Background: an optimization exercise with open tools, aiming at small area and a short achievable clock period. Do not read the settings as production practice. Function was checked by simulation only, so behaviour that the tests miss may differ from the original.

Setup of north:
## block_quantiser
module block_quantiser (
    input  wire         clk,
    input  wire         rst,            
    input  wire         in_valid,
    input  wire [511:0] in_data,        
    input  wire [1:0]   in_fmt,         
    input  wire [2:0]   in_esc_shift,   
    input  wire [31:0]  in_outlier,     
    input  wire         in_blight,
    output reg          out_valid,
    output reg  [15:0]  out_scale,      
    output reg  [255:0] out_codes,      
    output reg  [1:0]   out_esc_count,
    output reg  [4:0]   out_esc0_pos,
    output reg  [15:0]  out_esc0_val,
    output reg  [4:0]   out_esc1_pos,
    output reg  [15:0]  out_esc1_val
);
    integer i, b;
    function [31:0] kbit(input [479:0] keys, input integer bb);
        integer k;
        begin
            for (k = 0; k < 32; k = k + 1) kbit[k] = keys[15*k + bb];
        end
    endfunction
    function [47:0] elim(input [31:0] al_in, input [479:0] keys,
                         input integer hb, input integer lb);
        reg [31:0] al, x1, x0;
        reg [15:0] v;
        reg d1, d0;
        integer bb;
        begin
            al = al_in;
            v  = 16'd0;
            for (bb = hb; bb > lb; bb = bb - 2) begin
                x1 = kbit(keys, bb);
                x0 = kbit(keys, bb - 1);
                d1 = |(al & x1);
                d0 = d1 ? |(al & x1 & x0) : |(al & x0);
                al = al & (x1 | {32{~d1}}) & (x0 | {32{~d0}});
                v  = {v[13:0], d1, d0};
            end
            if (((hb - lb) % 2) == 0) begin
                x1 = kbit(keys, lb);
                d1 = |(al & x1);
                al = al & (x1 | {32{~d1}});
                v  = {v[14:0], d1};
            end
            elim = {v, al};
        end
    endfunction
    function ge15(input [14:0] a, input [14:0] b);
        integer k;
        reg r;
        begin
            r = 1'b1;
            for (k = 0; k < 15; k = k + 1)
                r = (a[k] & ~b[k]) | (~(~a[k] & b[k]) & r);
            ge15 = r;
        end
    endfunction
    function [5:0] dstep(input [5:0] h, input [4:0] dv);
        integer k;
        reg [5:0] bw;
        reg [4:0] df;
        reg g;
        begin
            bw[0] = 1'b0;
            for (k = 0; k < 5; k = k + 1) begin
                df[k]   = h[k] ^ dv[k] ^ bw[k];
                bw[k+1] = (~h[k] & dv[k]) | (~h[k] & bw[k]) | (dv[k] & bw[k]);
  ...
Size: about 24000 cells after synthesis, roughly 870 I/O pins, about 0.18 mm² of cells after synthesis.
Settings: LEC_CHECK=0, ABC_AREA=1, CAP_MARGIN=40, CORE_MARGIN=2, CORE_UTILIZATION=46, CTS_CLUSTER_DIAMETER=120, CTS_CLUSTER_SIZE=22, PLACE_DENSITY=0.66, SLEW_MARGIN=40; clock period 75.0 ns.
standard.sh (not shown) runs the stock make flow with config.mk's settings and CLKGATE_MAP_FILE= SYNTH_SCRIPT=/design/flow/synth_recipe.tcl, a recipe that flattens the netlist after the stock synthesis.
==> flow/flow/run.sh <==
#!/bin/bash
# Layout flow: the standard ORFS flow (standard.sh, which reads the
# settings of config.mk) with two changes:
#  - a setup slack margin for ORFS's timing repair (repair_timing in
#    floorplan, CTS and global route): the repair then works on every path
#    longer than 75 - 59.8 = 15.2 ns, so it shortens the stages of this
#    design rather than stopping at the 75 ns clock period. The clock period
#    and the constraints stay the design's; gate cloning is skipped;
#  - the port buffers that the standard flow puts on every input and output
#    port are of the smallest buffer cell.
# All of make's output, including every tool's log, goes to flow_make.log
# here; ORFS keeps each step's own log under orfs/logs.
set -uo pipefail
bash standard.sh SETUP_SLACK_MARGIN=59.8 SKIP_GATE_CLONING=1 \
    "BUFFER_PORTS_ARGS=-buffer_cell sky130_fd_sc_hd__buf_1" finish > flow_make.log 2>&1
--- input diff north..south ---
diff --git a/flow/flow/run.sh b/flow/flow/run.sh
--- a/flow/flow/run.sh
+++ b/flow/flow/run.sh
@@ -5,3 +5,3 @@
 #    floorplan, CTS and global route): the repair then works on every path
-#    longer than 75 - 59.8 = 15.2 ns, so it shortens the stages of this
+#    longer than 75 - 59.3 = 15.7 ns, so it shortens the stages of this
 #    design rather than stopping at the 75 ns clock period. The clock period
@@ -13,3 +13,3 @@
 set -uo pipefail
-bash standard.sh SETUP_SLACK_MARGIN=59.8 SKIP_GATE_CLONING=1 \
+bash standard.sh SETUP_SLACK_MARGIN=59.3 SKIP_GATE_CLONING=1 \
     "BUFFER_PORTS_ARGS=-buffer_cell sky130_fd_sc_hd__buf_1" finish > flow_make.log 2>&1
### Flow results
- Every stage of the flow completed for south, and the final layout passed the timing, DRC and antenna checks.
- In the tables for south and north, count of clock-buffer cells in the layout reads higher with south.
- Global router's overall resource usage delta (south -> north): insignificant
- On south: detail-routed net length per standard cell is 0.14 µm higher than what north gave.
- [compare] base=north new=south: final cell count held steady; non-clock buffer count grew by 19.
- The run showing the greater via count of the first global-routing pass is north.
- [compare] base=north new=south: total met3 wirelength after detailed routing shows an increase of about 1.7%; required time reported for the critical path endpoint shows no meaningful change; fraction of area in multi-input gates shows no meaningful change; largest vdd supply drop shows a reduction of 13%.

-- separate check: timing with driven ports --
The flow's constraints put no driver on any port. The routed layouts listed below were extracted and timed again, unchanged, in two steps. Step 1 sets driving cells, clkbuf_16 on the clock port and buf_2 on the other inputs (assumed; they add their load-dependent delay and slew). Step 2, shift: input delay + t, output delay - t, t = (earliest + latest rising clock arrival at the registers) / 2. This alone moves slack from input paths to output paths. Slacks: no drivers / after step 1 / after step 2; pairs: no drivers / after step 1.
run	t (ns)	slack for setup (ns)	worst hold slack (ns)	worst setup path at the end	cell pins on the clock port's net
north	1.147	58.448 / 58.313 / 58.720	0.301 / 0.301 / 0.301	input to register	1
south	1.127	58.409 / 58.269 / 58.154	0.318 / 0.318 / 0.318	input to register	1
After both steps setup and hold are still met in every run listed. For south, which loses most, drivers alone change the setup slack by -0.140 ns; drivers and shift together by -0.255 ns.
